What follows belongs to an exercise in optimizing a design on an open flow for small area, a short achievable clock period and few clock cycles per item; a production flow would make more cautious choices.
Function was checked by simulation only, so behaviour that the tests miss may differ from the original.

## hlp_crc
module hlp_crc (
    input  wire         clk,
    input  wire         rst,
    input  wire         req_valid,
    output wire         req_ready,
    input  wire [63:0]  req_b,
    input  wire [9:0]   req_tag,
    input  wire [255:0] req_data,
    output wire         rsp_valid,
    input  wire         rsp_ready,
    output wire [63:0]  rsp_data,
    output wire [9:0]   rsp_tag
);
==> flow/config.mk <==
export PLATFORM = sky130hd
export DESIGN_NAME = hlp_crc
export DESIGN_NICKNAME = hlp_crc
export VERILOG_FILES = /design/flow/design.v
export SDC_FILE = /design/flow/constraint.sdc
export NUM_CORES = 4
export LEC_CHECK = 0
export CAP_MARGIN = 30
export CORE_MARGIN = 2
export CORE_UTILIZATION = 25
export PLACE_DENSITY = 0.4
export SLEW_MARGIN = 30
export SYNTH_HIERARCHICAL = 1
export SYNTH_MINIMUM_KEEP_SIZE = 0
==> flow/constraint.sdc <==
create_clock -name core_clock -period 80.0 [get_ports {clk}]
set_input_delay 16.0000 -clock core_clock [delete_from_list [all_inputs] [get_ports {clk}]]
set_output_delay 16.0000 -clock core_clock [all_outputs]
set_load 0.01 [all_outputs]
standard.sh (not shown) runs the stock make flow with config.mk's settings and CLKGATE_MAP_FILE= SYNTH_SCRIPT=/design/flow/synth_recipe.tcl, a recipe that flattens the netlist after the stock synthesis.
==> flow/flow/run.sh <==
#!/bin/bash
set -euo pipefail
bash standard.sh "BUFFER_PORTS_ARGS=-buffer_cell sky130_fd_sc_hd__buf_1" finish > standard.log 2>&1
Testbench counts at the start, summed over its fixed seeds: cycles 10,506, items 2,400.
Change:
==> flow/run.sh (new file) <==
#!/bin/bash
# synth_recipe.tcl (not shown) runs the flow's synth.tcl, then flattens the netlist and writes it again
# the make line also repeats each setting of config.mk as NAME=value (left out here)
make -C /OpenROAD-flow-scripts/flow DESIGN_CONFIG=/design/flow/config.mk WORK_HOME=/design/flow/orfs CLKGATE_MAP_FILE= SYNTH_SCRIPT=/design/flow/synth_recipe.tcl finish
removed: flow/flow/run.sh
removed: flow/standard.sh
The new run completed without violations.
Cell count barely changes.
Core utilization rose by 0.78 points.
Worst hold slack loses 0.0036 ns.
Die area does not change.
Clock-buffer cell count goes down by 1.
Cell area rises by 2.4%.
Setup slack loses 0.33 ns.
Via count increases by about 1.2%.

========
Another version of the RTL of hlp_crc (not shown whole).
Size: roughly 8300 cells after synthesis, about 450 flip-flops, ~410 I/O pins, roughly 75000 um2 of cells after synthesis.
clock: 80.0 ns
lec_check: 0
cap_margin: 30
core_margin: 2
core_utilization: 25
place_density: 0.4
slew_margin: 30
synth_hierarchical: 1
synth_minimum_keep_size: 0
==> flow/flow/run.sh <==
#!/bin/bash
set -euo pipefail
PLATFORM_DONT_USE="sky130_fd_sc_hd__probe_p_8 sky130_fd_sc_hd__probec_p_8 sky130_fd_sc_hd__lpflow_bleeder_1 sky130_fd_sc_hd__lpflow_clkbufkapwr_1 sky130_fd_sc_hd__lpflow_clkbufkapwr_16 sky130_fd_sc_hd__lpflow_clkbufkapwr_2 sky130_fd_sc_hd__lpflow_clkbufkapwr_4 sky130_fd_sc_hd__lpflow_clkbufkapwr_8 sky130_fd_sc_hd__lpflow_clkinvkapwr_1 sky130_fd_sc_hd__lpflow_clkinvkapwr_16 sky130_fd_sc_hd__lpflow_clkinvkapwr_2 sky130_fd_sc_hd__lpflow_clkinvkapwr_4 sky130_fd_sc_hd__lpflow_clkinvkapwr_8 sky130_fd_sc_hd__lpflow_decapkapwr_12 sky130_fd_sc_hd__lpflow_decapkapwr_3 sky130_fd_sc_hd__lpflow_decapkapwr_4 sky130_fd_sc_hd__lpflow_decapkapwr_6 sky130_fd_sc_hd__lpflow_decapkapwr_8 sky130_fd_sc_hd__lpflow_inputiso0n_1 sky130_fd_sc_hd__lpflow_inputiso0p_1 sky130_fd_sc_hd__lpflow_inputiso1n_1 sky130_fd_sc_hd__lpflow_inputiso1p_1 sky130_fd_sc_hd__lpflow_inputisolatch_1 sky130_fd_sc_hd__lpflow_isobufsrc_1 sky130_fd_sc_hd__lpflow_isobufsrc_16 sky130_fd_sc_hd__lpflow_isobufsrc_2 sky130_fd_sc_hd__lpflow_isobufsrc_4 sky130_fd_sc_hd__lpflow_isobufsrc_8 sky130_fd_sc_hd__lpflow_isobufsrckapwr_16 sky130_fd_sc_hd__lpflow_lsbuf_lh_hl_isowell_tap_1 sky130_fd_sc_hd__lpflow_lsbuf_lh_hl_isowell_tap_2 sky130_fd_sc_hd__lpflow_lsbuf_lh_hl_isowell_tap_4 sky130_fd_sc_hd__lpflow_lsbuf_lh_isowell_4 sky130_fd_sc_hd__lpflow_lsbuf_lh_isowell_tap_1 sky130_fd_sc_hd__lpflow_lsbuf_lh_isowell_tap_2 sky130_fd_sc_hd__lpflow_lsbuf_lh_isowell_tap_4"
bash standard.sh "BUFFER_PORTS_ARGS=-buffer_cell sky130_fd_sc_hd__buf_1" \
    "DONT_USE_CELLS=$PLATFORM_DONT_USE sky130_fd_sc_hd__xor2_2 sky130_fd_sc_hd__xor2_4 sky130_fd_sc_hd__xnor2_2 sky130_fd_sc_hd__xnor2_4 sky130_fd_sc_hd__mux2i_2 sky130_fd_sc_hd__mux2i_4 sky130_fd_sc_hd__mux2_4" \
    finish > standard.log 2>&1
Testbench counts at the start, summed over its fixed seeds: cycles 10,506, items 2,400.
Change:
==> flow/flow/run.sh (replaced) <==
#!/bin/bash
set -euo pipefail
PLATFORM_DONT_USE="sky130_fd_sc_hd__probe_p_8 sky130_fd_sc_hd__probec_p_8 sky130_fd_sc_hd__lpflow_bleeder_1 sky130_fd_sc_hd__lpflow_clkbufkapwr_1 sky130_fd_sc_hd__lpflow_clkbufkapwr_16 sky130_fd_sc_hd__lpflow_clkbufkapwr_2 sky130_fd_sc_hd__lpflow_clkbufkapwr_4 sky130_fd_sc_hd__lpflow_clkbufkapwr_8 sky130_fd_sc_hd__lpflow_clkinvkapwr_1 sky130_fd_sc_hd__lpflow_clkinvkapwr_16 sky130_fd_sc_hd__lpflow_clkinvkapwr_2 sky130_fd_sc_hd__lpflow_clkinvkapwr_4 sky130_fd_sc_hd__lpflow_clkinvkapwr_8 sky130_fd_sc_hd__lpflow_decapkapwr_12 sky130_fd_sc_hd__lpflow_decapkapwr_3 sky130_fd_sc_hd__lpflow_decapkapwr_4 sky130_fd_sc_hd__lpflow_decapkapwr_6 sky130_fd_sc_hd__lpflow_decapkapwr_8 sky130_fd_sc_hd__lpflow_inputiso0n_1 sky130_fd_sc_hd__lpflow_inputiso0p_1 sky130_fd_sc_hd__lpflow_inputiso1n_1 sky130_fd_sc_hd__lpflow_inputiso1p_1 sky130_fd_sc_hd__lpflow_inputisolatch_1 sky130_fd_sc_hd__lpflow_isobufsrc_1 sky130_fd_sc_hd__lpflow_isobufsrc_16 sky130_fd_sc_hd__lpflow_isobufsrc_2 sky130_fd_sc_hd__lpflow_isobufsrc_4 sky130_fd_sc_hd__lpflow_isobufsrc_8 sky130_fd_sc_hd__lpflow_isobufsrckapwr_16 sky130_fd_sc_hd__lpflow_lsbuf_lh_hl_isowell_tap_1 sky130_fd_sc_hd__lpflow_lsbuf_lh_hl_isowell_tap_2 sky130_fd_sc_hd__lpflow_lsbuf_lh_hl_isowell_tap_4 sky130_fd_sc_hd__lpflow_lsbuf_lh_isowell_4 sky130_fd_sc_hd__lpflow_lsbuf_lh_isowell_tap_1 sky130_fd_sc_hd__lpflow_lsbuf_lh_isowell_tap_2 sky130_fd_sc_hd__lpflow_lsbuf_lh_isowell_tap_4"
bash standard.sh "BUFFER_PORTS_ARGS=-buffer_cell sky130_fd_sc_hd__buf_1" \
    "DONT_USE_CELLS=$PLATFORM_DONT_USE sky130_fd_sc_hd__xor2_2 sky130_fd_sc_hd__xor2_4 sky130_fd_sc_hd__xnor2_2 sky130_fd_sc_hd__xnor2_4" \
    finish > standard.log 2>&1
The new run finished with timing, DRC and antenna clean.
Design area goes up by 1.3%.
Synthesized area barely changes.
Utilization rose by 0.38 points.
Clock-buffer cell count rises by 1.

========
Another version of the RTL of hlp_crc (not shown whole).
Size in the first run: roughly 8300 cells after synthesis, roughly 420 flip-flops, about 410 I/O pins.
clock: 80.0 ns
lec_check: 0
cap_margin: 30
core_margin: 2
core_utilization: 30
place_density: 0.5
slew_margin: 30
synth_hierarchical: 1
synth_minimum_keep_size: 0
==> flow/flow/run.sh <==
#!/bin/bash
set -euo pipefail
PLATFORM_DONT_USE="sky130_fd_sc_hd__probe_p_8 sky130_fd_sc_hd__probec_p_8 sky130_fd_sc_hd__lpflow_bleeder_1 sky130_fd_sc_hd__lpflow_clkbufkapwr_1 sky130_fd_sc_hd__lpflow_clkbufkapwr_16 sky130_fd_sc_hd__lpflow_clkbufkapwr_2 sky130_fd_sc_hd__lpflow_clkbufkapwr_4 sky130_fd_sc_hd__lpflow_clkbufkapwr_8 sky130_fd_sc_hd__lpflow_clkinvkapwr_1 sky130_fd_sc_hd__lpflow_clkinvkapwr_16 sky130_fd_sc_hd__lpflow_clkinvkapwr_2 sky130_fd_sc_hd__lpflow_clkinvkapwr_4 sky130_fd_sc_hd__lpflow_clkinvkapwr_8 sky130_fd_sc_hd__lpflow_decapkapwr_12 sky130_fd_sc_hd__lpflow_decapkapwr_3 sky130_fd_sc_hd__lpflow_decapkapwr_4 sky130_fd_sc_hd__lpflow_decapkapwr_6 sky130_fd_sc_hd__lpflow_decapkapwr_8 sky130_fd_sc_hd__lpflow_inputiso0n_1 sky130_fd_sc_hd__lpflow_inputiso0p_1 sky130_fd_sc_hd__lpflow_inputiso1n_1 sky130_fd_sc_hd__lpflow_inputiso1p_1 sky130_fd_sc_hd__lpflow_inputisolatch_1 sky130_fd_sc_hd__lpflow_isobufsrc_1 sky130_fd_sc_hd__lpflow_isobufsrc_16 sky130_fd_sc_hd__lpflow_isobufsrc_2 sky130_fd_sc_hd__lpflow_isobufsrc_4 sky130_fd_sc_hd__lpflow_isobufsrc_8 sky130_fd_sc_hd__lpflow_isobufsrckapwr_16 sky130_fd_sc_hd__lpflow_lsbuf_lh_hl_isowell_tap_1 sky130_fd_sc_hd__lpflow_lsbuf_lh_hl_isowell_tap_2 sky130_fd_sc_hd__lpflow_lsbuf_lh_hl_isowell_tap_4 sky130_fd_sc_hd__lpflow_lsbuf_lh_isowell_4 sky130_fd_sc_hd__lpflow_lsbuf_lh_isowell_tap_1 sky130_fd_sc_hd__lpflow_lsbuf_lh_isowell_tap_2 sky130_fd_sc_hd__lpflow_lsbuf_lh_isowell_tap_4"
bash standard.sh "BUFFER_PORTS_ARGS=-buffer_cell sky130_fd_sc_hd__buf_1" \
    "DONT_USE_CELLS=$PLATFORM_DONT_USE sky130_fd_sc_hd__xor2_2 sky130_fd_sc_hd__xor2_4 sky130_fd_sc_hd__xnor2_2 sky130_fd_sc_hd__xnor2_4" \
    finish > standard.log 2>&1
The starting point aborted during global routing (5_1_grt).
Testbench counts at the start, summed over its fixed seeds: cycles 10,506, items 2,400.
==> next run, changes <==
--- a/flow/config.mk
+++ b/flow/config.mk
@@ -10,2 +10,2 @@
-export CORE_UTILIZATION = 30
-export PLACE_DENSITY = 0.5
+export CORE_UTILIZATION = 25
+export PLACE_DENSITY = 0.4
What happened: Now the flow produced a clean layout. Synthesized cell count is unchanged. Area after synthesis is unchanged.
==> next run, changes <==
--- a/flow/flow/run.sh
+++ b/flow/flow/run.sh
@@ -5 +5 @@
-    "DONT_USE_CELLS=$PLATFORM_DONT_USE sky130_fd_sc_hd__xor2_2 sky130_fd_sc_hd__xor2_4 sky130_fd_sc_hd__xnor2_2 sky130_fd_sc_hd__xnor2_4" \
+    "DONT_USE_CELLS=$PLATFORM_DONT_USE sky130_fd_sc_hd__xor2_2 sky130_fd_sc_hd__xor2_4 sky130_fd_sc_hd__xnor2_2 sky130_fd_sc_hd__xnor2_4 sky130_fd_sc_hd__mux2i_2 sky130_fd_sc_hd__mux2i_4 sky130_fd_sc_hd__mux2_4" \
Core utilization goes down by 0.24 points; cell area goes down by 0.84%; wire length goes up by 0.73%.

-- re-timing with driven ports --
No port has a modelled driver above. Below, the same layouts with a new extraction and two added sets of constraints. Step 1: set_driving_cell puts a clkbuf_16 on clk and a buf_2 on each other input, an assumption about the parent block. Step 2 also shifts input and output timing later by t, the mid clock arrival at the registers, as if the neighbouring blocks saw the same clock. Slacks: ideal ports / drivers / drivers and shift; pairs: ideal ports / drivers.
run | t, ns | slack for setup (ns) | hold WS [ns] | worst setup path at the end | cell pins on the clock port's net
the first run of note 1 | 0.730 | 62.773 / 62.669 / 62.374 | 0.447 / 0.447 / 0.447 | input to register | 1
the second run of note 1 | 0.726 | 62.440 / 62.346 / 61.960 | 0.444 / 0.444 / 0.444 | input to register | 1
the first run of note 2 | 0.750 | 62.824 / 62.732 / 62.267 | 0.456 / 0.456 / 0.456 | input to register | 1
the second run of note 2 | 0.759 | 62.752 / 62.654 / 62.603 | 0.447 / 0.447 / 0.447 | input to register | 1
the second run of note 3 | 0.761 | 62.783 / 62.687 / 62.387 | 0.453 / 0.453 / 0.453 | input to register | 1
the third run of note 3 | 0.757 | 62.666 / 62.707 / 61.983 | 0.452 / 0.452 / 0.452 | input to register | 1
After both steps setup and hold are still met in every run listed. The setup slack of the third run of note 3, which loses most, moves by +0.041 ns with the drivers and by -0.683 ns with both steps.
